From an optimization exercise on the open Yosys and OpenROAD flow, aimed at small area and a short achievable clock period; shortcuts taken in it are not production practice.
The RTL was checked by simulation tests, not by an equivalence proof against the original design.
No activity file was given, so power comes from the tool's default toggle rates.

$ cat flow/standard.sh
#!/bin/bash
# synth_recipe.tcl (not shown) runs the flow's synth.tcl, then flattens the netlist and writes it again
# the make line also repeats each setting of config.mk as NAME=value (left out here)
make -C /OpenROAD-flow-scripts/flow DESIGN_CONFIG=/design/flow/config.mk WORK_HOME=/design/flow/orfs CLKGATE_MAP_FILE= SYNTH_SCRIPT=/design/flow/synth_recipe.tcl "${@:-finish}"
$ cat flow/flow/run.sh
#!/bin/bash
# Own layout flow: the standard flow (standard.sh) for every step, with
# one change: the buffer that the flow puts on each input and output port is
# sky130_fd_sc_hd__buf_1, the smallest buffer, instead of the cell the flow
# picks by itself (sky130_fd_sc_hd__clkdlybuf4s50_1). Every port still gets
# its own buffer. The make output goes to standard_flow.log; the tools' own
# logs stay under orfs/logs/.
set -euo pipefail
bash standard.sh finish "BUFFER_PORTS_ARGS=-buffer_cell sky130_fd_sc_hd__buf_1" > standard_flow.log 2>&1
$ cat flow/config.mk
export PLATFORM = sky130hd
export DESIGN_NAME = fcvtn_unit
export DESIGN_NICKNAME = fcvtn_unit
export VERILOG_FILES = /design/flow/design.v
export SDC_FILE = /design/flow/constraint.sdc
export NUM_CORES = 4
export LEC_CHECK = 0
export ABC_AREA = 1
export CAP_MARGIN = 50
export CORE_MARGIN = 2
export CORE_UTILIZATION = 35
export CTS_CLUSTER_DIAMETER = 120
export CTS_CLUSTER_SIZE = 18
export PLACE_DENSITY = 0.45
export SLEW_MARGIN = 70
$ cat flow/design.v
module fcvtn_lane_a (
    input  wire [31:0] x,        
    input  wire        fiz,
    input  wire        sgn,      
    input  wire        eb0,      
    input  wire        mb0,      
    input  wire        pol0,     
    input  wire [7:0]  bb,       
    input  wire [2:0]  bm1,      
    input  wire [3:0]  bp,       
    input  wire [7:0]  hmask,    
    output wire [17:0] mid,      
    output wire        is_nan,   
    output wire        kill,     
    output wire [30:0] mag       
);
    wire        s    = x[31];
    wire [7:0]  ex8  = x[30:23];
    wire [22:0] fr   = x[22:0];
    wire        ez   = ~|ex8;
    wire        e1   = &ex8;
    wire        s0   = |fr[14:0];
    wire        fnz  = s0 | (|fr[22:15]);
    wire        nan  = e1 & fnz;
    wire        snan = nan & ~fr[22];
    wire        inf  = e1 & ~fnz;
    wire        zero = ez & (~fnz | fiz);
    assign is_nan = nan;
    assign kill   = nan | (ez & fiz);
    assign mag    = x[30:0];
    wire [8:0]  sd  = {1'b0, ex8[7:1], ex8[0] | ez} + {1'b0, bb} + 9'd1;
    wire        big = ~eb0 & sd[8] & (|sd[7:0]) & ~ez;
    wire [4:0]  t   = {1'b0, bp} - {1'b0, sd[3:0]};
    wire        dh0 = (sd[8:4] == 5'b10000);
    wire        dhm = (sd[8:4] == 5'b01111);
    wire        sat = ~sd[8] & ~dhm;                      
    wire        neg = (sd[8] & ~dh0) | (dh0 & t[4]);      
    wire        fsat = sat | (dhm & ~t[4]);               
    wire [3:0]  a   = big ? {1'b0, bm1} : (fsat ? 4'd15 : t[3:0]);
    wire [15:0] w   = {big ? sd[7:0] : {7'd0, ~ez}, fr[22:15]};
    wire [15:0] x8  = a[3] ? {8'd0, w[15:8]} : w;
    wire [11:0] x4  = a[2] ? x8[15:4] : x8[11:0];
    wire [9:0]  x2  = a[1] ? x4[11:2] : x4[9:0];
    wire        stp = s0 | (a[3] & |w[7:0]) | (a[2] & |x8[3:0]) | (a[1] & |x4[1:0]);
    wire        nhi = (big & |(sd[7:0] & hmask)) | (eb0 & neg);
    wire        n0f = big & mb0;    
    wire [1:0]  cls  = nan ? 2'd3 : inf ? 2'd2 : zero ? 2'd1 : 2'd0;
    assign mid = {nan & (snan | pol0), cls, s, nhi, n0f, stp, a[0], x2};
endmodule
module fcvtn_lane_b (
    input  wire [17:0] mid,      
    input  wire        foz,
    input  wire        sgn,      
    input  wire        eb0,      
    input  wire        pol2,     
    input  wire        rne,
    input  wire        rna,
    input  wire        rup,
    input  wire        rdn,
    input  wire [7:0]  maxcode,  
    input  wire [7:0]  cnan,     
    input  wire [7:0]  ova,      
    input  wire        ova_s,    
    input  wire [7:0]  sone,     
    input  wire [7:0]  emask,    
    output wire [7:0]  code,     
    output reg  [3:0]  flags     
);
    wire [9:0]  x2   = mid[9:0];
    wire        a0   = mid[10];
    wire        stp  = mid[11];
    wire        n0f  = mid[12];
    wire        nhi  = mid[13];
    wire        s    = mid[14];
    wire        nan  = (mid[16:15] == 2'd3);
    wire        inf  = (mid[16:15] == 2'd2);
    wire        zero = (mid[16:15] == 2'd1);
    wire        fin  = (mid[16:15] == 2'd0);
    wire        nvn  = mid[17];
    wire [8:0]  o    = a0 ? x2[9:1] : x2[8:0];
    wire        st   = stp | (a0 & x2[0]);
    wire [7:0]  n    = o[8:1];
    wire        g    = o[0];
    wire        inex = g | st;
    wire        n0   = n[0] | n0f;
    wire        up   = (rne & g & (st | n0)) | (rna & g) | (rup & inex & ~s) | (rdn & inex & s);
    wire        away = rne | rna | (rup & ~s) | (rdn & s);
    reg         gt, ge;
    integer     i;
    always @* begin
        gt = 1'b0;
        ge = 1'b1;
        for (i = 0; i < 8; i = i + 1) begin
            gt = (n[i] & ~maxcode[i]) | ((n[i] | ~maxcode[i]) & gt);
            ge = (n[i] & ~maxcode[i]) | ((n[i] | ~maxcode[i]) & ge);
        end
    end
    wire        ovf  = nhi | gt | (up & ge);
    wire [7:0]  cf   = n + {7'd0, up};
    wire        cz   = ~nhi & ~|n & ~up;
    wire        tiny = ~nhi & ~|(cf & emask);
    wire        flush = foz & ~eb0 & tiny & ~cz;
    wire        negbad = ~sgn & s & ~zero & ~nan;
    wire        ovff   = fin & ovf;
    wire        selo   = ~negbad & (inf | (ovff & away));
    wire        selm   = ~negbad & ovff & ~away;
    wire        selc   = ~negbad & fin & ~ovf & ~flush;
    wire [7:0]  mg     = ({8{nan}} & cnan) | ({8{selo}} & ova) | ({8{selm}} & maxcode) | ({8{selc}} & cf);
    wire        sa     = s & ~nan & ~(selo & ~ova_s);
    assign code = mg | ({8{sa}} & sone);
    wire        negz = negbad & ~inf & cz;
    wire        finr = ~negbad & fin & ~ovf;
    always @* begin
        flags[3] = nvn | (negbad & ~negz);
        flags[2] = ~negbad & ~nan & ((inf & ~pol2) | ovff);
        flags[1] = negz | (finr & ((inex & (eb0 ? cz : tiny)) | flush));
        flags[0] = negz | (~negbad & ovff) | (finr & (inex | flush));
    end
endmodule
module fcvtn_lane (
    input  wire [31:0] x,
    input  wire        fiz,
    input  wire        foz,
    input  wire        sgn,
    input  wire        eb0,
    input  wire        mb0,
    input  wire        pol0,
    input  wire        pol2,
    input  wire        rne,
    input  wire        rna,
    input  wire        rup,
    input  wire        rdn,
    input  wire [7:0]  bb,
    input  wire [2:0]  bm1,
    input  wire [3:0]  bp,
    input  wire [7:0]  hmask,
    input  wire [7:0]  maxcode,
    input  wire [7:0]  cnan,
    input  wire [7:0]  ova,
    input  wire        ova_s,
    input  wire [7:0]  sone,
    input  wire [7:0]  emask,
    output wire [7:0]  code,
    output wire [3:0]  flags,
    output wire        is_nan,
    output wire        kill,
    output wire [30:0] mag
);
    wire [17:0] mid;
    fcvtn_lane_a u_a (
        .x(x), .fiz(fiz), .sgn(sgn), .eb0(eb0), .mb0(mb0), .pol0(pol0),
        .bb(bb), .bm1(bm1), .bp(bp), .hmask(hmask),
        .mid(mid), .is_nan(is_nan), .kill(kill), .mag(mag));
    fcvtn_lane_b u_b (
        .mid(mid), .foz(foz), .sgn(sgn), .eb0(eb0), .pol2(pol2),
        .rne(rne), .rna(rna), .rup(rup), .rdn(rdn), .maxcode(maxcode), .cnan(cnan),
        .ova(ova), .ova_s(ova_s), .sone(sone), .emask(emask), .code(code), .flags(flags));
endmodule
module fcvtn_predec (
    input  wire [2:0]  eb,
    input  wire [2:0]  mb,
    output wire [8:0]  pd    
);
    wire       eb0 = ~|eb;
    wire       mb0 = ~|mb;
    wire [2:0] nm  = {mb[2] ^ (mb[1] | mb[0]), mb[1] ^ mb[0], mb[0]};    
    wire [2:0] bm1 = eb0 ? nm : ~mb;
    wire [3:0] bp  = eb0 ? 4'd7 : {mb0, nm};
    assign pd = {mb0, eb0, bm1, bp};
endmodule
module fcvtn_unit (
    input  wire         clk,
    input  wire         rst,         
    input  wire         in_valid,
    input  wire [511:0] in_x,        
    input  wire [31:0]  in_ent,      
    input  wire [5:0]   in_rmode,    
    output reg          out_valid,
    output reg  [127:0] out_vd,      
    output reg  [3:0]   out_flags,   
    output reg  [30:0]  out_amax,    
    output reg          out_nan      
);
    reg         v_q;
    reg [511:0] x_q;
    reg [17:0]  ent_q;
    reg [5:0]   rmode_q;
    reg [8:0]   pd_q;
    wire [8:0]  pd_in;
    fcvtn_predec u_pd (.eb(in_ent[3:1]), .mb(in_ent[6:4]), .pd(pd_in));
    always @(posedge clk) begin
        if (rst)
            v_q <= 1'b0;
        else
            v_q <= in_valid;
        x_q     <= in_x;
        ent_q   <= in_ent[17:0];
        rmode_q <= in_rmode;
        pd_q    <= pd_in;
    end
    wire       sgn  = ent_q[0];
    wire [2:0] eb   = ent_q[3:1];
    wire [2:0] mb   = ent_q[6:4];
    wire [7:0] bias = ent_q[15:8];
    wire [1:0] pol  = ent_q[17:16];
    wire       fiz  = rmode_q[3];
    wire       foz  = rmode_q[4];
    wire       satn = rmode_q[5];
    wire       eb0  = pd_q[7];
    wire       mb0  = pd_q[8];
    wire [2:0] bm1  = pd_q[6:4];
    wire [3:0] bp   = pd_q[3:0];
    wire       pol0 = (pol == 2'd0);
    wire       pol1 = (pol == 2'd1);
    wire       pol2 = (pol == 2'd2);
    wire [7:0] bb    = {~bias[7], bias[6:0]};
    wire [3:0] base  = {1'b0, bm1} + 4'd1;
    wire [7:0] hmask = 8'hFF << base;
    wire [3:0] k     = {3'd0, sgn} + {1'b0, eb} + {1'b0, mb};
    wire [3:0] emb   = {1'b0, eb} + {1'b0, mb};
    wire [8:0] allm9 = (9'd1 << emb) - 9'd1;
    wire [7:0] allm  = allm9[7:0];
    wire [7:0] mone  = 8'd1 << mb;
    wire [7:0] eones = ((8'd1 << eb) - 8'd1) << mb;
    wire [7:0] maxcode = pol0 ? allm : pol1 ? allm - 8'd1 : allm - mone;
    wire [7:0] cnan    = pol1 ? allm : pol2 ? (eones | (8'd1 << (mb - 3'd1))) : 8'd0;
    wire       nsat    = pol1 & ~satn;
    wire [7:0] ova     = pol2 ? eones : nsat ? cnan : maxcode;
    wire       ova_s   = ~nsat;
    wire [7:0] sone    = sgn ? (8'd1 << (k - 4'd1)) : 8'd0;
    wire [7:0] emask   = 8'hFF << mb;
    wire [2:0] rm  = rmode_q[2:0];
    wire       rne = (rm == 3'd0);
    wire       rup = (rm == 3'd2);
    wire       rdn = (rm == 3'd3);
    wire       rna = (rm == 3'd4);
    wire [287:0] lmid;
    wire [15:0]  lnan;
    wire [15:0]  lkill;
    wire [495:0] lmag;
    genvar i;
    generate
        for (i = 0; i < 16; i = i + 1) begin : g_la
            fcvtn_lane_a u_a (
                .x(x_q[32*i +: 32]), .fiz(fiz), .sgn(sgn), .eb0(eb0), .mb0(mb0), .pol0(pol0),
                .bb(bb), .bm1(bm1), .bp(bp), .hmask(hmask),
                .mid(lmid[18*i +: 18]), .is_nan(lnan[i]), .kill(lkill[i]), .mag(lmag[31*i +: 31])
            );
        end
    endgenerate
    function automatic gtg(input [30:0] a, input [30:0] b);
        reg [3:0] g, e;
        integer n, k;
        begin
            for (k = 0; k < 4; k = k + 1) begin
                g[k] = 1'b0;
                e[k] = 1'b1;
                for (n = 8 * k; n < 8 * k + 8 && n < 31; n = n + 1) begin
                    g[k] = (a[n] & ~b[n]) | ((a[n] | ~b[n]) & g[k]);
                    e[k] = (a[n] & ~b[n]) | ((a[n] | ~b[n]) & e[k]);
                end
            end
            gtg = g[3] | (e[3] & (g[2] | (e[2] & (g[1] | (e[1] & g[0])))));
        end
    endfunction
    wire [247:0] a1v;
    wire [7:0]   a1k;
    wire [123:0] a2v;
    wire [3:0]   a2k;
    generate
        for (i = 0; i < 8; i = i + 1) begin : g_a1
            wire [30:0] va = lmag[31*(2*i) +: 31];
            wire [30:0] vb = lmag[31*(2*i+1) +: 31];
            wire        ka = lkill[2*i];
            wire        kb = lkill[2*i+1];
            wire        sb = ~kb & (ka | gtg(vb, va));
            assign a1v[31*i +: 31] = sb ? vb : va;
            assign a1k[i] = ka & kb;
        end
        for (i = 0; i < 4; i = i + 1) begin : g_a2
            wire [30:0] va = a1v[31*(2*i) +: 31];
            wire [30:0] vb = a1v[31*(2*i+1) +: 31];
            wire        ka = a1k[2*i];
            wire        kb = a1k[2*i+1];
            wire        sb = ~kb & (ka | gtg(vb, va));
            assign a2v[31*i +: 31] = sb ? vb : va;
            assign a2k[i] = ka & kb;
        end
    endgenerate
    reg         foz_m, sgn_m, eb0_m, pol2_m, rne_m, rna_m, rup_m, rdn_m, ova_s_m;
    reg [7:0]   maxcode_m, cnan_m, ova_m, sone_m, emask_m;
    always @(posedge clk) begin
        foz_m     <= foz;
        sgn_m     <= sgn;
        eb0_m     <= eb0;
        pol2_m    <= pol2;
        rne_m     <= rne;
        rna_m     <= rna;
        rup_m     <= rup;
        rdn_m     <= rdn;
        ova_s_m   <= ova_s;
        maxcode_m <= maxcode;
        cnan_m    <= cnan;
        ova_m     <= ova;
        sone_m    <= sone;
        emask_m   <= emask;
    end
    reg         v_m;
    reg [287:0] mid_m;
    reg         nan_m;
    reg [123:0] a2v_m;
    reg [3:0]   a2k_m;
    always @(posedge clk) begin
        if (rst)
            v_m <= 1'b0;
        else
            v_m <= v_q;
        mid_m <= lmid;
        nan_m <= |lnan;
        a2v_m <= a2v;
        a2k_m <= a2k;
    end
    wire [127:0] vd;
    wire [63:0]  lflags;
    generate
        for (i = 0; i < 16; i = i + 1) begin : g_lb
            fcvtn_lane_b u_b (
                .mid(mid_m[18*i +: 18]), .foz(foz_m), .sgn(sgn_m), .eb0(eb0_m), .pol2(pol2_m),
                .rne(rne_m), .rna(rna_m), .rup(rup_m), .rdn(rdn_m),
                .maxcode(maxcode_m), .cnan(cnan_m), .ova(ova_m), .ova_s(ova_s_m),
                .sone(sone_m), .emask(emask_m),
                .code(vd[8*i +: 8]), .flags(lflags[4*i +: 4])
            );
        end
    endgenerate
    reg [3:0] flags_all;
    integer j;
    always @* begin
        flags_all = 4'd0;
        for (j = 0; j < 16; j = j + 1)
            flags_all = flags_all | lflags[4*j +: 4];
    end
    wire [61:0]  a3v;
    wire [1:0]   a3k;
    generate
        for (i = 0; i < 2; i = i + 1) begin : g_a3
            wire [30:0] va = a2v_m[31*(2*i) +: 31];
            wire [30:0] vb = a2v_m[31*(2*i+1) +: 31];
            wire        ka = a2k_m[2*i];
            wire        kb = a2k_m[2*i+1];
            wire        sb = ~kb & (ka | gtg(vb, va));
            assign a3v[31*i +: 31] = sb ? vb : va;
            assign a3k[i] = ka & kb;
        end
    endgenerate
    wire        sb4  = ~a3k[1] & (a3k[0] | gtg(a3v[61:31], a3v[30:0]));
    wire [30:0] amax = (a3k[0] & a3k[1]) ? 31'd0 : sb4 ? a3v[61:31] : a3v[30:0];
    always @(posedge clk) begin
        if (rst)
            out_valid <= 1'b0;
        else
            out_valid <= v_m;
        out_vd    <= vd;
        out_flags <= flags_all;
        out_amax  <= amax;
        out_nan   <= nan_m;
    end
endmodule
$ cat flow/constraint.sdc
create_clock -name core_clock -period 20.0 [get_ports {clk}]
set_input_delay 4.0000 -clock core_clock [delete_from_list [all_inputs] [get_ports {clk}]]
set_output_delay 4.0000 -clock core_clock [all_outputs]
set_load 0.01 [all_outputs]
==> run_results.csv, run 1 <==
group,metric,value,unit
layout,fin_nets,12100,
logic_synthesis,synth-adder-area-share,5.40,%
layout,drive_above_1_share,8.34,%
route,drt_iter0_markers,7858,
logic_synthesis,synth-edff-count,0,
logic_synthesis,yosysWarnings,2,
setup_path,critPathLaunchType,"flop",
clock_network,insertion_delay,0.76,ns
setup_path,crit_path_max_fanout,7,
logic_synthesis,synth-simple-area-share,26.5,%
layout,fillers,21400,
grt,grt_pass1_wl,480000,um
route,drc,0,
clock_network,cts.sinks,1176,
placed_design,finalWeightedCongestion,1.03,
layout,areaGrowthSynthToFinish,15.1,%
placed_design,hpwl,275000,um
logic_synthesis,avgSynthCellArea,6.65,um^2
route,post_drt_wl_per_cell,24.6,um
grt,grt_overflow,0,
sta,fmax,0.185,GHz
clock_network,clk_root_buffer_cell,"clkbuf_16",
setup_path,endpoint_kind,"flop",
floorplanning,die_area,205000,um^2
sta,fin_skew,0.0418,ns
floorplanning,die_x,452,um
setup_path,critPathArrivalTime,5.95,ns
clock_network,cts_tree,"built",
clock_network,cts_max_level,3,
sta,hold_viol,0,
power_and_ir_drop,p_leak,37.9,nW
logic_synthesis,syn_area,70400,um^2
logic_synthesis,ys_seq_area_share,33.4,%
logic_synthesis,synth_top_family_by_area,"simple AND/OR/NAND/NOR gates",
route,drt-total-wl,343000,um
status,outcome,"finished clean",
logic_synthesis,ys_async_sr_fraction,0,%
logic_synthesis,ys_types,71,
floorplanning,start_util,35.2,%
clock_network,cts_buffer_depth,3,
sta,finalSetupViolCount,0,
clock_network,cts_setup_buffers,0,
placed_design,place_ws,14.77,ns
setup_path,startpoint,"x_q[248]$_DFF_P_",
clock_network,postCtsHoldBufs,0,
sta,drv_slew,0,
grt,grt_start_max_net_pins,63,
logic_synthesis,synth_fp_nets,11400,
sta,tns,0,ns
sta,slew_headroom,61.1,%
power_and_ir_drop,vdd.ir_drop.worst,0.259,mV
sta,fin_ws,14.59,ns
route,vias_per_cell,5.41,
route,ant_nets,0,
clock_network,clk_pin_slew_worst_paths,0.08,ns
route,drt_first_pass_iters,6,
setup_path,cp.required,20.54,ns
route,route.vias.total,75400,
logic_synthesis,syn_inst,10600,
sta,fin_crit_sh,27.1,%
grt,antenna_found_initial,54,
grt,grt_pass1_vias,68700,
power_and_ir_drop,power_density,129,nW/um^2
placed_design,portBuffers,702,
logic_synthesis,synth_mux_area_share,0.270,%
clock_network,numCtsBuffers,80,
sta,hold_ws,0.330,ns
sta,tightestPinTransition,0.580,ns
logic_synthesis,synth-seq-cells,1176,
setup_path,reg2reg_slack,14.59,ns
logic_synthesis,synth_xor_area_share,2.38,%
hold_path,min_from,"x_q[63]$_DFF_P_",
sta,rsz0062_at_grt,"no",
floorplanning,coreArea,200000,um^2
hold_path,worstHoldPathType,"reg -> reg",
setup_path,critical_path_class,"reg -> reg",
floorplanning,rows,164,
floorplanning,die_h,452,um
clock_network,post_cts_resized,0,
floorplanning,pin_count,718,
logic_synthesis,synth_compound_gate_area_share,20.5,%
logic_synthesis,synthFlopType,"dfxtp_1",
sta,fin_crit,5.41,ns
grt,grt_usage,32.0,%
flow_run,cap_violations,0,
setup_path,r2r_start,"x_q[248]$_DFF_P_",
==> layout by cell type (no fill, tap or decap), types with 26 or more instances in the layout <==
master	Yosys	layout
o21ai_0	1006	717
dfxtp_1	1176	1096
nor4_1	138	103
o22ai_1	322	320
buf_4	36	67
o21ai_2	4	137
fa_1	35	35
ha_1	248	248
nand4_1	128	128
o21ai_1	137	279
o221ai_1	112	56
o21a_1	26	26
a31oi_1	54	51
a211oi_1	37	33
nand2_1	2466	2452
inv_2	25	35
dfxtp_2	0	71
o221ai_2	0	50
a21oi_1	489	477
nor3_1	129	120
a221oi_1	75	74
nand3_1	475	467
buf_1	7	747
o211ai_1	47	47
xor2_1	152	137
xnor2_1	39	33
nor2_1	821	798
inv_1	1696	1664
nor4_2	6	30
clkbuf_16	0	82
o31ai_1	34	31
or2_2	162	159
o21bai_1	32	31
==> layer usage <==
| layer | vias to the layer above | global-route usage, % | routed length (um) |
|---|---|---|---|
| met5 | - | 0 | 204 |
| met1 | 35200 | 44.6 | 155000 |
| met2 | 3258 | 47.5 | 142000 |
| li1 | 36300 | - | - |
| met4 | 32 | 14.7 | 17400 |
| met3 | 566 | 5.89 | 27800 |
==> cells by family after synthesis <==
family,Yosys count
simple gates,4398
mux,19
fa+ha+maj,283
buf+inv,2028
xor+xnor,191
compound gates,2483
flops,1176
==> Yosys cell counts (all sizes together) (35+ instances only) <==
cell type,instances,area (um^2)
xor2,152,1330
buf,125,901
nor3,137,726
ha,248,3100
fa,35,701
nand2,2491,9450
nor4,144,938
o211ai,47,353
o221ai,112,981
o21ai,1147,5760
nor2,823,3090
a21oi,489,2450
o22ai,323,2030
or2,170,1060
xnor2,39,342
a31oi,54,338
a221oi,77,687
clkbuf,166,624
inv,1721,6460
dfxtp,1176,23500
a211oi,39,303
nand4,128,801
nand3,478,2410
==> cell type report <==
class                   instances  area (um^2)  share of cell area [%]
diodes                         21         52.6                  0.0649
well taps                    2656         3320                    4.10
multi-input cells            7374        41000                    50.6
clock inverters                17          239                   0.295
clock buffers                  88         2060                    2.55
inverters                    1737         6590                    8.13
repair buffers                873         4100                    5.06
flip-flops and latches       1176        23700                    29.2
==> per-stage QoR <==
step | instance area [um^2] | power [mW] | std cells | util [%]
2_1_floorplan | 70400 | 6.54 | 10600 | -
3_3_place_gp | 75500 | 8.42 | 13700 | 37.8
3_5_place_dp | 78100 | 8.64 | 13800 | 39.1
4_1_cts | 80400 | 10.3 | 13900 | 40.2
5_1_grt | 81000 | 11.1 | 13900 | 40.5
6_report | 81000 | 10.5 | 13900 | 40.5
==> state kept, by name (all words and copies together), names as in the netlist, 9 cells and up <==
signal    cells
x_q         512
ent_q        17
out_vd      128
mid_m       288
out_amax     31
pd_q          9
a2v_m       124
==> worst max-delay path: stages (launching register included) <==
cell and delay (ns):
dfxtp_1 0.42, nor4_1 0.31, nand2_1 0.20, inv_1 0.18
nor2_1 0.09, ha_1 0.22, fa_1 0.41, xnor2_1 0.21
inv_1 0.13, ha_1 0.34, nand2_1 0.08, inv_1 0.05
or2_2 0.26, a21oi_1 0.12, inv_1 0.07, nor3_1 0.16
nand2_1 0.07, o21ai_1 0.28, nand2_1 0.08, nand2_1 0.25
inv_1 0.18, o21ai_0 0.42, nand2_1 0.09, o21ai_0 0.13
nand2_1 0.08, nand2_1 0.12, o2111ai_1 0.23
==> worst paths after layout <==
check	end	cells past startpoint
setup / recovery	mid_m[137]$_DFF_P_	26
hold / removal	mid_m[32]$_DFF_P_	0
setup reg to reg	mid_m[137]$_DFF_P_	26
hold reg to reg	mid_m[32]$_DFF_P_	0
==> where the power goes <==
part           switching [mW]  leakage [nW]  total (mW)  internal (mW)
combinational            3.77          26.9        5.41           1.64
clock                   0.888          1.13        1.66          0.773
sequential              0.545          9.86        3.39           2.85
total                    5.20          37.9        10.5           5.26
==> inputs of run 2 (changes only) <==
--- a/flow/config.mk
+++ b/flow/config.mk
@@ -6,10 +6,10 @@
 export NUM_CORES = 4
 export LEC_CHECK = 0
 export ABC_AREA = 1
-export CAP_MARGIN = 50
+export CAP_MARGIN = 60
 export CORE_MARGIN = 2
-export CORE_UTILIZATION = 35
+export CORE_UTILIZATION = 25
 export CTS_CLUSTER_DIAMETER = 120
 export CTS_CLUSTER_SIZE = 18
-export PLACE_DENSITY = 0.45
-export SLEW_MARGIN = 70
+export PLACE_DENSITY = 0.35
+export SLEW_MARGIN = 80
==> run 2 against run 1 <==
Net effect: routed wire length rose by 8.6%; still clean; largest cell class unchanged; first-iteration DRC count fell by 14%; maximum frequency fell by 0.90%; combinational power rose by about 20%; largest power group unchanged; critical path type unchanged; critical endpoint is now mid_m[116]$_DFF_P_; area after synthesis did not move; clock power rose by 13%; critical path depth fell by 4; count of clock-buffer cells in the layout rose by 28; sequential cell count did not move; clock skew rose by 0.013 ns.
==> run_results.csv, run 2 <==
group,metric,value,unit
setup_path,endpoint_kind,"flop",
layout,top_register,"x_q",
logic_synthesis,ys_types,71,
sta,drv_slew,0,
route,drc,0,
setup_path,critical_path_class,"reg -> reg",
sta,rsz0062_at_grt,"no",
placed_design,place_ws,14.47,ns
grt,grt_usage,25.1,%
setup_path,crit_buf_inv,7,
grt,grt_start_max_net_pins,40,
status,outcome,"finished clean",
sta,fin_crit_sh,27.3,%
logic_synthesis,synth-edff-count,0,
clock_network,post_cts_resized,0,
clock_network,numCtsBuffers,89,
placed_design,portBuffers,702,
setup_path,r2r_cells,22,
hold_path,min_to,"mid_m[158]$_DFF_P_",
placed_design,hpwl,312000,um
logic_synthesis,avgSynthCellArea,6.65,um^2
floorplanning,start_util,25.2,%
flow_run,cap_violations,0,
grt,antenna_found_initial,66,
setup_path,crit_path_max_fanout,9,
route,drt-total-wl,372000,um
route,route.vias.total,75800,
layout,largest_reg_flops,512,
setup_path,critPathArrivalTime,6.22,ns
sta,tightestPinTransition,0.367,ns
setup_path,cp.required,20.76,ns
route,ant_nets,0,
grt,grt_overflow,0,
sta,tns,0,ns
setup_path,crit_family,"buffers and inverters",
setup_path,r2r_start,"x_q[219]$_DFF_P_",
layout,post_layout_nonfiller_instances,15300,
sta,fin_skew,0.0551,ns
logic_synthesis,synth-seq-cells,1176,
clock_network,cts_tree,"built",
setup_path,cp_cell_sequence,"nor4_4 -> a21oi_1 -> ha_1 -> fa_1 -> xor2_4 -> ha_1 -> nand2_1 -> inv_1 -> o21a_1 -> nor2_1 -> nand2_1 -> o41ai_2 -> clkdlybuf4s50_1 -> clkdlybuf4s50_1 -> clkdlybuf4s50_1 -> inv_1 -> o21ai_1 -> o21ai_4 -> buf_2 -> inv_1 -> a21oi_1 -> a21oi_1",
logic_synthesis,ys_async_sr_fraction,0,%
clock_network,clk_pin_slew_worst_paths,0.08,ns
setup_path,cp_slowest_cell,"clkdlybuf4s50_1",
logic_synthesis,yosysMostFrequentCell,"nand2_1",
hold_path,hold_depth,0,
logic_synthesis,synth_top_area_share,33.4,%
logic_synthesis,yosys.area.top_type,"dfxtp_1",
hold_path,min_from,"x_q[287]$_DFF_P_",
setup_path,cpPeakStageDelay,0.54,ns
route,post_drt_wl_per_cell,24.3,um
floorplanning,die_h,535,um
sta,hold_viol,0,
logic_synthesis,ys_top_cells_by_count,"nand2_1 (2466), inv_1 (1696), dfxtp_1 (1176)",
clock_network,cts.sinks,1176,
floorplanning,pin_count,718,
power_and_ir_drop,power_density,127,nW/um^2
route,drt_iter0_markers,6770,
clock_network,clk_root_buffer_cell,"clkbuf_16",
placed_design,finalWeightedCongestion,0.978,
clock_network,cts_buffer_depth,4,
setup_path,startpoint,"x_q[219]$_DFF_P_",
layout,layout_commonest_cell,"nand2_1",
floorplanning,die_area,286000,um^2
logic_synthesis,ys_seq_area_share,33.4,%
logic_synthesis,synth_fp_nets,11400,
placed_design,dp_cells,15100,
sta,finalSetupViolCount,0,
clock_network,insertion_delay,0.87,ns
setup_path,critPathLaunchType,"flop",
floorplanning,coreArea,280000,um^2
logic_synthesis,synthTopCellsByArea,"dfxtp_1 (33%), nand2_1 (13%), inv_1 (9.0%), o21ai_0 (7.2%), ha_1 (4.4%)",
logic_synthesis,synthFlopType,"dfxtp_1",
logic_synthesis,yosysWarnings,2,
logic_synthesis,syn_area,70400,um^2
clock_network,cts_max_level,3,
power_and_ir_drop,vdd.ir_drop.worst,0.220,mV
setup_path,worstReg2RegEnd,"mid_m[116]$_DFF_P_",
layout,drive_above_1_share,17.7,%
grt,grt_pass1_vias,71500,
power_and_ir_drop,total_power,11.8,mW
clock_network,postCtsHoldBufs,0,
sta,fin_crit,5.46,ns
layout,areaGrowthSynthToFinish,31.4,%
floorplanning,die_x,535,um
layout,layout_common_cells,"nand2_1 (2406), inv_1 (1639), dfxtp_1 (918), buf_1 (791), nor2_1 (738)",
hold_path,worstHoldPathType,"reg -> reg",
logic_synthesis,syn_inst,10600,
power_and_ir_drop,p_leak,40.8,nW
sta,hold_ws,0.330,ns
sta,fmax,0.183,GHz
grt,grt_pass1_wl,524000,um
sta,slew_headroom,75.5,%
setup_path,reg2reg_slack,14.54,ns
layout,fin_nets,12400,
floorplanning,rows,194,
layout,largest_registers,"x_q x512, mid_m x288, out_vd x128",
route,vias_per_cell,4.94,
route,drt_first_pass_iters,6,
sta,fin_ws,14.54,ns
layout,fillers,30000,
clock_network,cts_setup_buffers,0,
==> run 2: cell types whose count changed in the layout (fill, tap and decap cells not counted), sizes merged <==
cell	change
buf	+200
clkdlybuf4s50	+50
clkbuf	+42
clkdlybuf4s25	+29
clkinv	+11
inv	-7
diode	-5
clkdlybuf4s18	+2
clkinvlp	+1
dlymetal6s2s	-1
==> run 2: routing by layer <==
layer	wire length, um	track usage, %	vias to the layer above
met5	342	0	-
met4	13000	7.82	52
met3	22400	3.49	406
met2	155000	37.3	2657
met1	182000	36.9	35800
li1	-	-	36900
==> run 2: worst max path at each step <==
stage / endpoint / slack, ns / cells past startpoint
2_1_floorplan: pd_q[2]$_SDFF_PP1_ / 15.12 / 4
3_3_place_gp: a2v_m[45]$_DFF_P_ / 13.83 / 27
3_5_place_dp: mid_m[116]$_DFF_P_ / 14.47 / 22
4_1_cts: mid_m[116]$_DFF_P_ / 14.42 / 22
5_1_grt: mid_m[116]$_DFF_P_ / 14.15 / 22
6_report: mid_m[116]$_DFF_P_ / 14.54 / 22
==> run 2: area by class of cell <==
cell class / count / area [um^2] / area share, %
multi-input cells: 7374 / 47200 / 51.0
flip-flops and latches: 1176 / 24000 / 25.9
repair buffers: 1167 / 7280 / 7.87
inverters: 1737 / 6610 / 7.15
well taps: 3724 / 4660 / 5.04
clock buffers: 116 / 2460 / 2.66
clock inverters: 22 / 295 / 0.319
diodes: 16 / 40.0 / 0.0433
==> run 2: cells by family (layout without fill, tap and decap cells) <==
group                    Yosys count  after routing  share of synthesized area [%]
AND/OR/NAND/NOR                 4398           4398                           26.5
buffers and inverters           2028           3042                           11.4
XOR/XNOR                         191            191                           2.38
adder cells (fa/ha/maj)          283            283                           5.40
other                              0             16                              0
flip-flops                      1176           1176                           33.4
multiplexers                      19             19                          0.270
AO/OA/AOI/OAI                   2483           2483                           20.5
==> run 2: power breakdown <==
part	switching, mW	total, mW	internal, mW
registers	0.558	3.42	2.86
logic	4.26	6.48	2.22
clock network	0.972	1.88	0.907
total	5.79	11.8	5.99
==> run 2: metrics by stage <==
stage                     instance area (um^2)  utilization (%)
after floorplan                          70400                -
after global placement                   77000             27.5
after detailed placement                 87900             31.4
after CTS                                90700             32.4
after global routing                     92500             33.1
final                                    92500             33.1
==> inputs of run 3 (changes only) <==
--- a/flow/design.v
+++ b/flow/design.v
@@ -186,6 +186,7 @@
     reg [17:0]  ent_q;
     reg [5:0]   rmode_q;
     reg [8:0]   pd_q;
+    reg [7:0]   bbn_q;
     wire [8:0]  pd_in;
     fcvtn_predec u_pd (.eb(in_ent[3:1]), .mb(in_ent[6:4]), .pd(pd_in));
     always @(posedge clk) begin
@@ -197,6 +198,7 @@
         ent_q   <= in_ent[17:0];
         rmode_q <= in_rmode;
         pd_q    <= pd_in;
+        bbn_q   <= {in_ent[15], ~in_ent[14:8]};
     end
     wire       sgn  = ent_q[0];
     wire [2:0] eb   = ent_q[3:1];
@@ -243,7 +245,7 @@
         for (i = 0; i < 16; i = i + 1) begin : g_la
             fcvtn_lane_a u_a (
                 .x(x_q[32*i +: 32]), .fiz(fiz), .sgn(sgn), .eb0(eb0), .mb0(mb0), .pol0(pol0),
-                .bb(bb), .bm1(bm1), .bp(bp), .hmask(hmask),
+                .bb(i < 8 ? bb : ~bbn_q), .bm1(bm1), .bp(bp), .hmask(hmask),
                 .mid(lmid[18*i +: 18]), .is_nan(lnan[i]), .kill(lkill[i]), .mag(lmag[31*i +: 31])
             );
         end
--- a/flow/config.mk
+++ b/flow/config.mk
@@ -6,10 +6,10 @@
 export NUM_CORES = 4
 export LEC_CHECK = 0
 export ABC_AREA = 1
-export CAP_MARGIN = 60
+export CAP_MARGIN = 50
 export CORE_MARGIN = 2
 export CORE_UTILIZATION = 25
 export CTS_CLUSTER_DIAMETER = 120
 export CTS_CLUSTER_SIZE = 18
 export PLACE_DENSITY = 0.35
-export SLEW_MARGIN = 80
+export SLEW_MARGIN = 70
==> run 3 against run 2 <==
Net effect: still clean on timing, DRC and antenna; maximum frequency is essentially flat; setup slack gained 0.0020 ns; die area shrank 0.25%; first-iteration DRC count grew 11%; clock skew grew 0.018 ns; highest routed layer unchanged.
==> run_results.csv, run 3 <==
group,metric,value,unit
status,outcome,"finished clean",
floorplanning,start_util,25.1,%
flow_run,cap_violations,0,
route,post_drt_wl_per_cell,23.9,um
setup_path,r2r_start,"x_q[215]$_DFF_P_",
floorplanning,pin_count,718,
route,drc,0,
logic_synthesis,ys_types,68,
clock_network,cts_buffer_depth,4,
setup_path,endpoint_kind,"output pin",
grt,grt_start_max_net_pins,60,
setup_path,critPathArrivalTime,1.46,ns
grt,antenna_found_initial,59,
setup_path,cp_slowest_cell,"dfxtp_1",
placed_design,finalWeightedCongestion,0.970,
route,drt_iter0_markers,7514,
layout,layout_common_cells,"nand2_1 (2532), inv_1 (1623), dfxtp_1 (1118), nor2_1 (755), o21ai_0 (734)",
route,drt-total-wl,358000,um
sta,rsz0062_at_grt,"no",
logic_synthesis,synthFlopType,"dfxtp_1",
logic_synthesis,yosysWarnings,2,
setup_path,worstReg2RegEnd,"mid_m[119]$_DFF_P_",
logic_synthesis,synth_fp_nets,11400,
power_and_ir_drop,vdd.ir_drop.worst,0.133,mV
logic_synthesis,avgSynthCellArea,6.66,um^2
sta,tightestPinTransition,0.531,ns
setup_path,critPathLaunchType,"flop",
layout,fin_nets,12000,
power_and_ir_drop,p_leak,38.0,nW
floorplanning,die_area,285000,um^2
logic_synthesis,synth_top_area_share,33.7,%
layout,largest_reg_flops,512,
logic_synthesis,synth-seq-cells,1183,
grt,grt_overflow,0,
layout,top_register,"x_q",
sta,slew_headroom,64.5,%
logic_synthesis,synth-edff-count,0,
route,drt_first_pass_iters,10,
clock_network,insertion_delay,0.87,ns
logic_synthesis,ys_async_sr_fraction,0,%
sta,fin_crit_sh,27.3,%
setup_path,crit_buf_inv,1,
route,ant_nets,0,
clock_network,cts.sinks,1183,
setup_path,crit_family,"flip-flops",
clock_network,cts_setup_buffers,0,
layout,largest_registers,"x_q x512, mid_m x288, out_vd x128",
clock_network,numCtsBuffers,87,
sta,fmax,0.183,GHz
power_and_ir_drop,p_comb_share,52.5,%
clock_network,clk_root_buffer_cell,"clkbuf_16",
hold_path,hold_depth,0,
floorplanning,rows,194,
placed_design,hpwl,295000,um
hold_path,min_from,"x_q[223]$_DFF_P_",
setup_path,r2r_cells,26,
layout,layout_commonest_cell,"nand2_1",
grt,grt_usage,24.1,%
sta,fin_skew,0.0729,ns
power_and_ir_drop,switchingPower,5.31,mW
setup_path,startpoint,"out_amax[1]$_SDFF_PP0_",
power_and_ir_drop,clkPwrFrac,17.0,%
layout,seq_area,23800,um^2
power_and_ir_drop,seqPwrFrac,30.5,%
setup_path,reg2reg_slack,14.69,ns
clock_network,post_cts_resized,0,
placed_design,portBuffers,702,
logic_synthesis,syn_inst,10500,
hold_path,worstHoldPathType,"reg -> reg",
sta,hold_viol,0,
clock_network,postCtsHoldBufs,0,
layout,areaGrowthSynthToFinish,17.3,%
clock_network,clk_pin_slew_worst_paths,0.08,ns
sta,finalSetupViolCount,0,
clock_network,cts_tree,"built",
hold_path,min_to,"mid_m[122]$_DFF_P_",
setup_path,cp_cell_sequence,"buf_1",
sta,drv_slew,0,
power_and_ir_drop,power_density,130,nW/um^2
layout,multiInputGateArea,41000,um^2
sta,fin_crit,5.46,ns
logic_synthesis,ys_top_cells_by_count,"nand2_1 (2537), inv_1 (1668), dfxtp_1 (1183)",
sta,tns,0,ns
grt,grt_pass1_wl,504000,um
route,route.vias.total,74200,
power_and_ir_drop,power.internal,5.38,mW
setup_path,cpPeakStageDelay,0.38,ns
logic_synthesis,ys_seq_area_share,33.7,%
route,vias_per_cell,4.96,
logic_synthesis,syn_area,70200,um^2
logic_synthesis,yosysMostFrequentCell,"nand2_1",
layout,drive_above_1_share,8.77,%
layout,fillers,31000,
floorplanning,coreArea,279000,um^2
setup_path,critical_path_class,"reg -> out",
clock_network,cts_max_level,3,
floorplanning,die_x,534,um
setup_path,cp.required,16.00,ns
sta,hold_ws,0.328,ns
power_and_ir_drop,netSwitchingFraction,49.7,%
logic_synthesis,synthTopCellsByArea,"dfxtp_1 (34%), nand2_1 (14%), inv_1 (8.9%), o21ai_0 (7.4%), ha_1 (4.4%)",
setup_path,crit_path_max_fanout,1,
floorplanning,die_h,534,um
logic_synthesis,yosys.area.top_type,"dfxtp_1",
grt,grt_pass1_vias,68900,
==> run 3: changes by cell type in the layout (fill, tap and decap cells not counted), moves of 51 or more <==
| cell | change |
|---|---|
| buf_1 | -74 |
| buf_2 | -59 |
| clkdlybuf4s50_1 | -51 |
| dfxtp_1 | +200 |
| dfxtp_2 | -152 |
| nand2_1 | +126 |
| nor4_1 | +54 |
| o21ai_0 | +220 |
| o21ai_2 | -60 |
| o21ai_4 | -169 |
| xor2_1 | +77 |
| xor2_4 | -63 |
==> run 3: cell families after synthesis <==
logic type	after synthesis	share of synthesized area, %
fa+ha+maj	282	5.40
simple gates	4412	26.6
flops	1183	33.7
xor+xnor	182	2.27
mux	16	0.228
compound gates	2475	20.5
buf+inv	1999	11.2
==> run 3: power by group through the flow <==
stage	Clock, mW	Sequential (mW)	Combinational (mW)
3_3_place_gp	0	3.29	5.24
6_report	1.82	3.26	5.61
5_1_grt	1.97	3.31	6.14
4_1_cts	1.91	3.26	5.50
3_5_place_dp	0	3.31	5.46
2_1_floorplan	0	3.16	3.33
==> run 3: through the flow <==
stage | area, um^2 | total power, mW | setup WS (ns) | util (%) | instances
final | 82400 | 10.7 | 14.54 | 29.5 | 15000
after global placement | 76900 | 8.54 | 13.34 | 27.5 | 14800
after CTS | 81700 | 10.7 | 14.45 | 29.2 | 15000
after global routing | 82300 | 11.4 | 14.24 | 29.5 | 15000
after floorplan | 70200 | 6.49 | 15.12 | - | 10500
after detailed placement | 79100 | 8.78 | 14.61 | 28.3 | 14800
==> run 3: worst max path at each step <==
stage | endpoint | slack [ns] | cells past startpoint
after floorplan | pd_q[2]$_SDFF_PP1_ | 15.12 | 4
after global placement | a2v_m[117]$_DFF_P_ | 13.34 | 25
after detailed placement | a2v_m[117]$_DFF_P_ | 14.61 | 26
after CTS | out_amax[1] | 14.45 | 1
after global routing | mid_m[74]$_DFF_P_ | 14.24 | 23
final | out_amax[1] | 14.54 | 1
==> run 3: layout make-up <==
cell class | instances | area share [%]
antenna | 15 | 0.0456
clock buffer | 95 | 2.74
clock inverter | 22 | 0.371
inverter | 1713 | 7.86
multi-input combinational | 7367 | 49.7
sequential | 1183 | 28.9
tap | 3724 | 5.66
timing repair buffer | 857 | 4.72
==> run 3: layer usage <==
| metal | up-vias | global-route usage [%] | part of all wire [%] |
|---|---|---|---|
| met5 | - | 0 | 0.085 |
| met4 | 46 | 5.77 | 2.6 |
| met3 | 400 | 4.35 | 7.2 |
| met2 | 2790 | 35.8 | 41 |
| met1 | 34800 | 35.4 | 49 |
| li1 | 36200 | - | - |
==> inputs of run 4 (changes only) <==
--- a/flow/config.mk
+++ b/flow/config.mk
@@ -6,7 +6,7 @@
 export NUM_CORES = 4
 export LEC_CHECK = 0
 export ABC_AREA = 1
-export CAP_MARGIN = 50
+export CAP_MARGIN = 20
 export CORE_MARGIN = 2
 export CORE_UTILIZATION = 25
 export CTS_CLUSTER_DIAMETER = 120
==> run 4 against run 3 <==
Net effect: hold slack unchanged; final area unchanged; clock skew did not move; synthesized cell count stayed put; register-to-register slack about the same; routed wire length unchanged; total power unchanged; first-iteration DRC count unchanged; critical endpoint unchanged; largest power group unchanged.
==> run_results.csv, run 4 <==
group,metric,value,unit
route,drt_first_pass_iters,10,
route,post_drt_wl_per_cell,23.9,um
sta,fmax,0.183,GHz
power_and_ir_drop,p_leak,38.0,nW
setup_path,critPathArrivalTime,1.46,ns
logic_synthesis,syn_area,70200,um^2
route,drt-total-wl,358000,um
logic_synthesis,ys_async_sr_fraction,0,%
grt,grt_usage,24.1,%
setup_path,cp_cell_sequence,"buf_1",
logic_synthesis,synth_fp_nets,11400,
sta,rsz0062_at_grt,"no",
route,met1_length,174000,um
setup_path,critical_path_class,"reg -> out",
route,vias_per_cell,4.96,
route,drc,0,
floorplanning,rows,194,
layout,areaGrowthSynthToFinish,17.3,%
layout,largest_reg_flops,512,
sta,fin_crit,5.46,ns
power_and_ir_drop,power_density,130,nW/um^2
sta,tns,0,ns
logic_synthesis,synth-seq-cells,1183,
floorplanning,die_x,534,um
route,route.vias.total,74200,
logic_synthesis,synth_top_area_share,33.7,%
grt,grt_start_max_net_pins,60,
sta,fin_skew,0.0729,ns
grt,grt_pass1_wl,504000,um
clock_network,insertion_delay,0.87,ns
sta,hold_viol,0,
logic_synthesis,yosys.area.top_type,"dfxtp_1",
layout,layout_commonest_cell,"nand2_1",
setup_path,cp_slowest_cell,"dfxtp_1",
layout,largest_registers,"x_q x512, mid_m x288, out_vd x128",
layout,top_register,"x_q",
floorplanning,coreArea,279000,um^2
logic_synthesis,synthTopCellsByArea,"dfxtp_1 (34%), nand2_1 (14%), inv_1 (8.9%), o21ai_0 (7.4%), ha_1 (4.4%)",
status,outcome,"finished clean",
floorplanning,die_h,534,um
floorplanning,pin_count,718,
logic_synthesis,synth-edff-count,0,
logic_synthesis,ys_types,68,
setup_path,cp.required,16.00,ns
layout,fin_util,29.5,%
logic_synthesis,yosysWarnings,2,
clock_network,cts_setup_buffers,0,
sta,tightestPinTransition,0.531,ns
clock_network,clk_root_buffer_cell,"clkbuf_16",
route,route.met2.wl,148000,um
route,dr.max_layer_used,"met5",
route,drt_iter0_markers,7514,
placed_design,hpwl,295000,um
layout,layout_common_cells,"nand2_1 (2532), inv_1 (1623), dfxtp_1 (1118), nor2_1 (755), o21ai_0 (734)",
clock_network,post_cts_resized,0,
clock_network,numCtsBuffers,87,
power_and_ir_drop,vdd.ir_drop.worst,0.133,mV
floorplanning,start_util,25.1,%
hold_path,worstHoldPathType,"reg -> reg",
setup_path,critPathLaunchType,"flop",
sta,slew_headroom,64.5,%
setup_path,crit_path_max_fanout,1,
flow_run,cap_violations,0,
placed_design,finalWeightedCongestion,0.970,
logic_synthesis,avgSynthCellArea,6.66,um^2
grt,grt_pass1_vias,68900,
grt,antenna_found_initial,59,
layout,fin_nets,12000,
logic_synthesis,ys_top_cells_by_count,"nand2_1 (2537), inv_1 (1668), dfxtp_1 (1183)",
clock_network,postCtsHoldBufs,0,
setup_path,endpoint_kind,"output pin",
floorplanning,die_area,285000,um^2
logic_synthesis,yosysMostFrequentCell,"nand2_1",
placed_design,portBuffers,702,
clock_network,cts_buffer_depth,4,
logic_synthesis,synthFlopType,"dfxtp_1",
route,ant_nets,0,
layout,drive_above_1_share,8.77,%
sta,fin_crit_sh,27.3,%
clock_network,cts.sinks,1183,
sta,finalSetupViolCount,0,
clock_network,cts_tree,"built",
grt,grt_overflow,0,
setup_path,crit_family,"flip-flops",
setup_path,crit_buf_inv,1,
route,routed-wl-met3,25700,um
clock_network,cts_max_level,3,
setup_path,cpPeakStageDelay,0.38,ns
clock_network,clk_pin_slew_worst_paths,0.08,ns
sta,drv_slew,0,
logic_synthesis,ys_seq_area_share,33.7,%
logic_synthesis,syn_inst,10500,
## run 4: cell counts after synthesis
Identical to the previous run, type by type.
## run 4: report_power, final
part	leakage, nW	total (mW)	switching [mW]	internal, mW
clock network	1.25	1.82	0.948	0.869
registers	9.91	3.26	0.404	2.86
logic	26.9	5.61	3.96	1.65
total	38.0	10.7	5.31	5.38
## run 4: stage by stage
| step | setup slack, ns | total power [mW] | cell area (um^2) | hold slack [ns] | instances |
|---|---|---|---|---|---|
| floorplan | 15.12 | 6.49 | 70200 | 0.310 | 10500 |
| global placement | 13.34 | 8.54 | 76900 | 0.316 | 14800 |
| detailed placement | 14.61 | 8.78 | 79100 | 0.312 | 14800 |
| CTS | 14.45 | 10.7 | 81700 | 0.330 | 15000 |
| global route | 14.24 | 11.4 | 82300 | 0.344 | 15000 |
| finish | 14.54 | 10.7 | 82400 | 0.328 | 15000 |
## run 4: layer usage
metal | global-route usage, % | vias to the layer above
met2 | 35.8 | 2790
met1 | 35.4 | 34800
met5 | 0 | -
met3 | 4.35 | 400
met4 | 5.77 | 46
li1 | - | 36200
## run 4: logic make-up (layout without fill, tap and decap cells)
group	count (synthesis)	in the layout	synth area share, %
AOI/OAI and AO/OA	2475	2475	20.5
adders and majority gates	282	282	5.40
and+or+nand+nor	4412	4412	26.6
xor gates and xnor gates	182	182	2.27
DFF	1183	1183	33.7
other	0	15	0
muxes	16	16	0.228
buffers and inverters	1999	2687	11.2
## run 4: worst paths after layout
kind	from	endpoint	slack, ns	cells past startpoint
setup / recovery	out_amax[1]$_SDFF_PP0_	out_amax[1]	14.54	1
hold / removal	x_q[223]$_DFF_P_	mid_m[122]$_DFF_P_	0.33	0
setup reg to reg	x_q[215]$_DFF_P_	mid_m[119]$_DFF_P_	14.69	26
hold reg to reg	x_q[223]$_DFF_P_	mid_m[122]$_DFF_P_	0.33	0
## run 4: cell type report
type	instances	area, um^2
well taps	3724	4660
flip-flops and latches	1183	23800
diodes	15	37.5
fillers	31000	197000
inverters	1713	6470
multi-input cells	7367	41000
clock buffers	95	2260
repair buffers	857	3880
clock inverters	22	305
## run 4: worst reg2reg max path, delay by kind of cell, from the launching register on
family | cells | cell delay, ns
adders and majority gates | 3 | 1.02
AOI/OAI and AO/OA | 5 | 0.86
DFF | 1 | 0.41
xor gates and xnor gates | 1 | 0.35
buffers and inverters | 5 | 0.60
and+or+nand+nor | 12 | 1.82
==> inputs of run 5 (changes only) <==
--- a/flow/config.mk
+++ b/flow/config.mk
@@ -6,10 +6,10 @@
 export NUM_CORES = 4
 export LEC_CHECK = 0
 export ABC_AREA = 1
-export CAP_MARGIN = 20
+export CAP_MARGIN = 40
 export CORE_MARGIN = 2
 export CORE_UTILIZATION = 25
 export CTS_CLUSTER_DIAMETER = 120
 export CTS_CLUSTER_SIZE = 18
 export PLACE_DENSITY = 0.35
-export SLEW_MARGIN = 70
+export SLEW_MARGIN = 60
==> run 5 against run 4 <==
Net effect: critical path depth rose by 29; still clean on timing, DRC and antenna; clock power barely moved; critical path type is now reg -> reg; final area down 2.5%.
==> run_results.csv, run 5 <==
group,metric,value,unit
clock_network,numCtsBuffers,87,
grt,grt_overflow,0,
logic_synthesis,ys_types,68,
route,drt-total-wl,358000,um
route,post_drt_wl_per_cell,24.0,um
logic_synthesis,ys_seq_area_share,33.7,%
logic_synthesis,syn_inst,10500,
logic_synthesis,synth_fp_nets,11400,
setup_path,cp.required,20.71,ns
flow_run,cap_violations,0,
logic_synthesis,yosys.area.top_type,"dfxtp_1",
layout,layout_commonest_cell,"nand2_1",
sta,fin_crit_sh,28.3,%
setup_path,path_common_cell,"nand2_1",
floorplanning,die_area,285000,um^2
setup_path,r2r_cells,30,
sta,fin_crit,5.65,ns
clock_network,cts_max_level,3,
power_and_ir_drop,vdd.ir_drop.worst,0.118,mV
route,ant_nets,0,
grt,grt_util_met2,36.1,%
logic_synthesis,syn_area,70200,um^2
logic_synthesis,avgSynthCellArea,6.66,um^2
setup_path,critPathLaunchType,"flop",
floorplanning,die_h,534,um
floorplanning,coreArea,279000,um^2
sta,hold_viol,0,
power_and_ir_drop,power.internal,5.26,mW
layout,fin_nets,12000,
logic_synthesis,ys_top_cells_by_count,"nand2_1 (2537), inv_1 (1668), dfxtp_1 (1183)",
route,drt_first_pass_iters,8,
sta,rsz0062_at_grt,"no",
route,vias_per_cell,4.95,
placed_design,portBuffers,702,
setup_path,cp_slowest_cell,"nand2_4",
clock_network,postCtsHoldBufs,0,
power_and_ir_drop,clkPwrFrac,17.2,%
route,route.vias.total,74000,
grt,grt_use_met1,35.3,%
clock_network,cts_buffer_depth,4,
logic_synthesis,synth-edff-count,0,
clock_network,clk_root_buffer_cell,"clkbuf_16",
setup_path,critPathArrivalTime,6.36,ns
setup_path,critical_path_class,"reg -> reg",
placed_design,postPlaceCellArea,77500,um^2
hold_path,hold_depth,0,
power_and_ir_drop,netSwitchingFraction,49.8,%
grt,met3_usage,4.11,%
placed_design,hpwl,294000,um
clock_network,cts.sinks,1183,
layout,largest_registers,"x_q x512, mid_m x288, out_vd x128",
floorplanning,die_x,534,um
grt,grt_start_max_net_pins,60,
layout,areaGrowthSynthToFinish,14.3,%
hold_path,worstHoldPathType,"reg -> reg",
status,outcome,"finished clean",
setup_path,endpoint_kind,"flop",
sta,tightestPinTransition,0.627,ns
hold_path,min_to,"mid_m[86]$_DFF_P_",
clock_network,clk_pin_slew_worst_paths,0.09,ns
layout,layout_common_cells,"nand2_1 (2535), inv_1 (1630), dfxtp_1 (1160), o21ai_0 (848), nor2_1 (767)",
floorplanning,rows,194,
logic_synthesis,synth_top_area_share,33.7,%
sta,slew_headroom,57.9,%
logic_synthesis,synth-seq-cells,1183,
logic_synthesis,synthTopCellsByArea,"dfxtp_1 (34%), nand2_1 (14%), inv_1 (8.9%), o21ai_0 (7.4%), ha_1 (4.4%)",
floorplanning,pin_count,718,
placed_design,finalWeightedCongestion,0.970,
setup_path,cpPeakStageDelay,0.46,ns
power_and_ir_drop,power_density,130,nW/um^2
setup_path,crit_family,"simple AND/OR/NAND/NOR gates",
grt,grt.busiest_layer,"met2",
sta,fin_skew,0.0614,ns
layout,fin_util,28.7,%
floorplanning,start_util,25.1,%
power_and_ir_drop,switchingPower,5.21,mW
logic_synthesis,ys_async_sr_fraction,0,%
clock_network,cts_setup_buffers,0,
clock_network,insertion_delay,0.86,ns
setup_path,crit_buf_inv,3,
clock_network,cts_tree,"built",
grt,grt_usage,24.1,%
power_and_ir_drop,p_leak,37.5,nW
sta,drv_slew,0,
route,drc,0,
clock_network,post_cts_resized,0,
power_and_ir_drop,p_comb_share,51.8,%
setup_path,worstReg2RegEnd,"a2v_m[117]$_DFF_P_",
setup_path,crit_path_max_fanout,32,
grt,grt_pass1_wl,503000,um
logic_synthesis,yosysWarnings,2,
hold_path,min_from,"x_q[159]$_DFF_P_",
setup_path,r2r_start,"x_q[463]$_DFF_P_",
layout,top_register,"x_q",
sta,tns,0,ns
sta,finalSetupViolCount,0,
layout,final_area,80300,um^2
route,drt_iter0_markers,7796,
power_and_ir_drop,seqPwrFrac,31.1,%
logic_synthesis,synthFlopType,"dfxtp_1",
sta,fmax,0.177,GHz
layout,drive_above_1_share,5.88,%
grt,antenna_found_initial,68,
logic_synthesis,yosysMostFrequentCell,"nand2_1",
layout,largest_reg_flops,512,
grt,grt_pass1_vias,68900,
setup_path,reg2reg_slack,14.35,ns
run 5: cell count changes in the layout (fill, tap and decap cells not counted), sizes merged:
cell	before	now
clkdlybuf4s18	1	0
clkinv	19	18
buf	853	810
dlymetal6s2s	1	0
clkdlybuf4s50	1	0
clkinvlp	3	2
clkbuf	96	102
bufinv	4	2
run 5: routing by layer:
metal | routed length [um] | up-vias
met3 | 25100 | 377
met2 | 149000 | 2749
li1 | - | 36100
met4 | 8780 | 54
met5 | 351 | -
met1 | 175000 | 34700
run 5: worst max path at each step:
stage	start	endpoint	slack, ns	depth (start not counted)
global placement	x_q[418]$_DFF_P_	a2v_m[117]$_DFF_P_	13.34	25
detailed placement	x_q[463]$_DFF_P_	a2v_m[117]$_DFF_P_	14.32	30
CTS	x_q[457]$_DFF_P_	a2v_m[117]$_DFF_P_	14.31	32
global route	x_q[457]$_DFF_P_	a2v_m[117]$_DFF_P_	13.83	32
floorplan	in_ent[4]	pd_q[2]$_SDFF_PP1_	15.12	4
finish	x_q[463]$_DFF_P_	a2v_m[117]$_DFF_P_	14.35	30
run 5: power groups by stage:
| stage | registers, mW | clock network, mW | logic [mW] |
|---|---|---|---|
| floorplan | 3.16 | 0 | 3.33 |
| global placement | 3.29 | 0 | 5.24 |
| detailed placement | 3.30 | 0 | 5.30 |
| CTS | 3.25 | 1.88 | 5.34 |
| global route | 3.30 | 1.95 | 5.94 |
| finish | 3.25 | 1.80 | 5.42 |
run 5: through the flow:
| step | instances | hold slack (ns) | total power, mW | worst slack (ns) |
|---|---|---|---|---|
| CTS | 14900 | 0.333 | 10.5 | 14.31 |
| global route | 14900 | 0.346 | 11.2 | 13.83 |
| detailed placement | 14800 | 0.312 | 8.60 | 14.32 |
| finish | 14900 | 0.327 | 10.5 | 14.35 |
| global placement | 14800 | 0.316 | 8.54 | 13.34 |
| floorplan | 10500 | 0.310 | 6.49 | 15.12 |
run 5: cells by family after synthesis:
group           synth area share [%]
fa+ha+maj                       5.40
xor+xnor                        2.27
flops                           33.7
simple gates                    26.6
buf+inv                         11.2
mux                            0.228
compound gates                  20.5
run 5: layout make-up:
cell class | count | area [um^2]
fill | 31000 | 199000
multi-input combinational | 7367 | 39400
sequential | 1183 | 23700
inverter | 1713 | 6440
tap | 3724 | 4660
timing repair buffer | 814 | 3460
clock buffer | 98 | 2310
clock inverter | 18 | 225
antenna | 15 | 37.5
==> inputs of run 6 (changes only) <==
--- a/flow/design.v
+++ b/flow/design.v
@@ -186,7 +186,6 @@
     reg [17:0]  ent_q;
     reg [5:0]   rmode_q;
     reg [8:0]   pd_q;
-    reg [7:0]   bbn_q;
     wire [8:0]  pd_in;
     fcvtn_predec u_pd (.eb(in_ent[3:1]), .mb(in_ent[6:4]), .pd(pd_in));
     always @(posedge clk) begin
@@ -198,7 +197,6 @@
         ent_q   <= in_ent[17:0];
         rmode_q <= in_rmode;
         pd_q    <= pd_in;
-        bbn_q   <= {in_ent[15], ~in_ent[14:8]};
     end
     wire       sgn  = ent_q[0];
     wire [2:0] eb   = ent_q[3:1];
@@ -245,7 +243,7 @@
         for (i = 0; i < 16; i = i + 1) begin : g_la
             fcvtn_lane_a u_a (
                 .x(x_q[32*i +: 32]), .fiz(fiz), .sgn(sgn), .eb0(eb0), .mb0(mb0), .pol0(pol0),
-                .bb(i < 8 ? bb : ~bbn_q), .bm1(bm1), .bp(bp), .hmask(hmask),
+                .bb(bb), .bm1(bm1), .bp(bp), .hmask(hmask),
                 .mid(lmid[18*i +: 18]), .is_nan(lnan[i]), .kill(lkill[i]), .mag(lmag[31*i +: 31])
             );
         end
==> flow/run.sh (new file) <==
#!/bin/bash
# synth_recipe.tcl (not shown) runs the flow's synth.tcl, then flattens the netlist and writes it again
# the make line also repeats each setting of config.mk as NAME=value (left out here)
make -C /OpenROAD-flow-scripts/flow DESIGN_CONFIG=/design/flow/config.mk WORK_HOME=/design/flow/orfs CLKGATE_MAP_FILE= SYNTH_SCRIPT=/design/flow/synth_recipe.tcl finish
--- a/flow/config.mk
+++ b/flow/config.mk
@@ -6,10 +6,10 @@
 export NUM_CORES = 4
 export LEC_CHECK = 0
 export ABC_AREA = 1
-export CAP_MARGIN = 40
+export CAP_MARGIN = 50
 export CORE_MARGIN = 2
 export CORE_UTILIZATION = 25
 export CTS_CLUSTER_DIAMETER = 120
 export CTS_CLUSTER_SIZE = 18
 export PLACE_DENSITY = 0.35
-export SLEW_MARGIN = 60
+export SLEW_MARGIN = 70
removed: flow/flow/run.sh
removed: flow/standard.sh
==> run 6 against run 5 <==
Net effect: still clean; total power increased by 5.0%; setup slack got worse by 0.11 ns; area after synthesis increased by 0.25%; count of clock-buffer cells in the layout decreased by 1; utilization increased by 2.5 points; largest power group unchanged.
==> run_results.csv, run 6 <==
group,metric,value,unit
status,outcome,"finished clean",
setup_path,cp_cell_sequence,"clkdlybuf4s50_1",
setup_path,crit_buf_inv,1,
sta,drv_slew,0,
sta,rsz0062_at_grt,"no",
power_and_ir_drop,clkPwrFrac,16.6,%
placed_design,finalWeightedCongestion,0.945,
layout,largest_reg_flops,512,
placed_design,portBuffers,702,
route,drc,0,
floorplanning,pin_count,718,
layout,areaGrowthSynthToFinish,24.0,%
floorplanning,rows,194,
grt,grt_usage,25.7,%
logic_synthesis,syn_inst,10600,
power_and_ir_drop,vdd.ir_drop.worst,0.180,mV
setup_path,critPathArrivalTime,1.76,ns
sta,fin_ws,14.24,ns
hold_path,worstHoldPathType,"reg -> reg",
layout,layout_common_cells,"nand2_1 (2456), inv_1 (1664), dfxtp_1 (1105), nor2_1 (787), o21ai_0 (721)",
layout,layout_commonest_cell,"nand2_1",
layout,drive_above_1_share,8.75,%
power_and_ir_drop,p_comb_share,53.0,%
clock_network,insertion_delay,0.87,ns
clock_network,numCtsBuffers,87,
sta,tightestPinTransition,0.531,ns
hold_path,hold_depth,0,
clock_network,clk_root_buffer_cell,"clkbuf_16",
grt,grt_overflow,0,
setup_path,cp.required,16.00,ns
logic_synthesis,ys_seq_area_share,33.4,%
placed_design,hpwl,312000,um
power_and_ir_drop,netSwitchingFraction,48.9,%
grt,grt_pass1_wl,532000,um
logic_synthesis,synth-seq-cells,1176,
logic_synthesis,synthTopCellsByArea,"dfxtp_1 (33%), nand2_1 (13%), inv_1 (9.0%), o21ai_0 (7.2%), ha_1 (4.4%)",
setup_path,critPathLaunchType,"flop",
power_and_ir_drop,p_leak,40.0,nW
setup_path,cp_slowest_cell,"clkdlybuf4s50_1",
sta,fin_crit_sh,28.8,%
route,vias_per_cell,4.96,
clock_network,clk_pin_slew_worst_paths,0.07,ns
floorplanning,coreArea,280000,um^2
clock_network,postCtsHoldBufs,0,
grt,grt_start_max_net_pins,63,
sta,finalSetupViolCount,0,
layout,largest_registers,"x_q x512, mid_m x288, out_vd x128",
route,drt_first_pass_iters,7,
grt,grt.busiest_layer,"met2",
grt,met3_usage,3.97,%
route,post_drt_wl_per_cell,25.3,um
sta,hold_viol,0,
sta,fin_crit,5.76,ns
layout,top_register,"x_q",
grt,grt_util_met2,38.9,%
logic_synthesis,synth_top_area_share,33.4,%
floorplanning,die_x,535,um
logic_synthesis,synth_fp_nets,11400,
floorplanning,die_h,535,um
flow_run,cap_violations,0,
logic_synthesis,ys_top_cells_by_count,"nand2_1 (2466), inv_1 (1696), dfxtp_1 (1176)",
floorplanning,die_area,286000,um^2
sta,fin_skew,0.0581,ns
setup_path,crit_family,"buffers and inverters",
power_and_ir_drop,power_density,126,nW/um^2
clock_network,cts_setup_buffers,0,
sta,fmax,0.173,GHz
logic_synthesis,avgSynthCellArea,6.65,um^2
clock_network,cts.sinks,1176,
route,route.vias.total,74500,
grt,grt_use_met1,37.5,%
setup_path,crit_path_max_fanout,1,
sta,slew_headroom,64.6,%
clock_network,post_cts_resized,0,
logic_synthesis,syn_area,70400,um^2
route,drt_iter0_markers,6868,
logic_synthesis,yosysMostFrequentCell,"nand2_1",
layout,fin_nets,12100,
setup_path,endpoint_kind,"output pin",
setup_path,r2r_cells,25,
placed_design,place_ws,14.48,ns
power_and_ir_drop,power.internal,5.62,mW
logic_synthesis,ys_types,71,
sta,tns,0,ns
floorplanning,start_util,25.2,%
logic_synthesis,synth-edff-count,0,
setup_path,cpPeakStageDelay,0.55,ns
logic_synthesis,ys_async_sr_fraction,0,%
grt,antenna_found_initial,70,
route,drt-total-wl,381000,um
clock_network,cts_buffer_depth,4,
route,ant_nets,0,
logic_synthesis,yosysWarnings,2,
power_and_ir_drop,seqPwrFrac,30.4,%
power_and_ir_drop,switchingPower,5.38,mW
setup_path,critical_path_class,"reg -> out",
setup_path,path_depth,1,
clock_network,cts_tree,"built",
clock_network,cts_max_level,3,
grt,grt_pass1_vias,70400,
logic_synthesis,yosys.area.top_type,"dfxtp_1",
logic_synthesis,synthFlopType,"dfxtp_1",
## run 6: layer usage
metal / vias up / part of all wire [%]
met5: - / 0.12
met4: 70 / 3.0
met3: 429 / 6.0
met2: 2561 / 42
met1: 35200 / 49
li1: 36300 / -
## run 6: power by group through the flow
stage                     Sequential (mW)  Clock [mW]  Combinational, mW
after floorplan                      3.14           0               3.40
after global placement               3.38           0               5.50
after detailed placement             3.41           0               5.69
after CTS                            3.36        1.91               5.73
after global routing                 3.39        1.98               6.42
final                                3.35        1.82               5.83
## run 6: final timing paths
path                      startpoint            endpoint  slack, ns
max          out_amax[25]$_SDFF_PP0_        out_amax[25]      14.24
min                 x_q[447]$_DFF_P_  mid_m[248]$_DFF_P_       0.33
max reg2reg         ent_q[6]$_DFF_P_    ova_m[7]$_DFF_P_      14.73
min reg2reg         x_q[447]$_DFF_P_  mid_m[248]$_DFF_P_       0.33
## run 6: kinds of logic after synthesis
family / count (synthesis) / synth area share, %
buffers and inverters: 2028 / 11.4
DFF: 1176 / 33.4
AOI/OAI and AO/OA: 2483 / 20.5
xor gates and xnor gates: 191 / 2.38
muxes: 19 / 0.270
and+or+nand+nor: 4398 / 26.5
adders and majority gates: 283 / 5.40
## run 6: layout make-up
type,count,area [um^2]
diodes,15,37.5
clock buffers,97,2290
clock inverters,22,288
fillers,30500,192000
inverters,1737,6580
multi-input cells,7374,41200
flip-flops and latches,1176,23600
well taps,3724,4660
repair buffers,874,8600
## run 6: stage by stage
stage          area (um^2)  cells  utilization [%]  power, mW  hold WS, ns
2_1_floorplan        70400  10600                -       6.54        0.310
3_3_place_gp         81400  14800             29.1       8.88        0.316
3_5_place_dp         84200  14900             30.1       9.10        0.312
4_1_cts              86800  15000             31.0       11.0        0.330
5_1_grt              87300  15000             31.2       11.8        0.341
6_report             87300  15000             31.2       11.0        0.330

[afterwards: timing with drivers on the ports]
The results above use ideal ports. As a check the final layouts listed here were re-extracted and re-timed, cells and wires unchanged. Step 1 assumes that a clkbuf_16 drives the clock port and a buf_2 every other input. Step 2 also shifts input and output timing later by t, the mid clock arrival at the registers, as if the neighbouring blocks saw the same clock. Slacks: ideal ports / drivers / drivers and shift; pairs: ideal ports / drivers.
run	t (ns)	setup WS [ns]	clock arrival spread, ns	slew at the worst register clock pin (ns)	pins driven straight from the clock port
run 1	0.840	14.589 / 14.582 / 14.589	0.051 / 0.052	0.09 / 0.09	1
run 2	0.942	14.540 / 14.531 / 14.540	0.066 / 0.066	0.09 / 0.09	1
run 3	0.939	14.541 / 14.439 / 14.685	0.078 / 0.078	0.10 / 0.10	1
run 4	0.939	14.541 / 14.439 / 14.685	0.078 / 0.078	0.10 / 0.10	1
run 5	0.926	14.346 / 14.346 / 14.346	0.073 / 0.073	0.10 / 0.10	1
run 6	0.939	14.235 / 14.134 / 14.478	0.060 / 0.059	0.11 / 0.11	1
After both steps setup and hold are still met in every run listed.
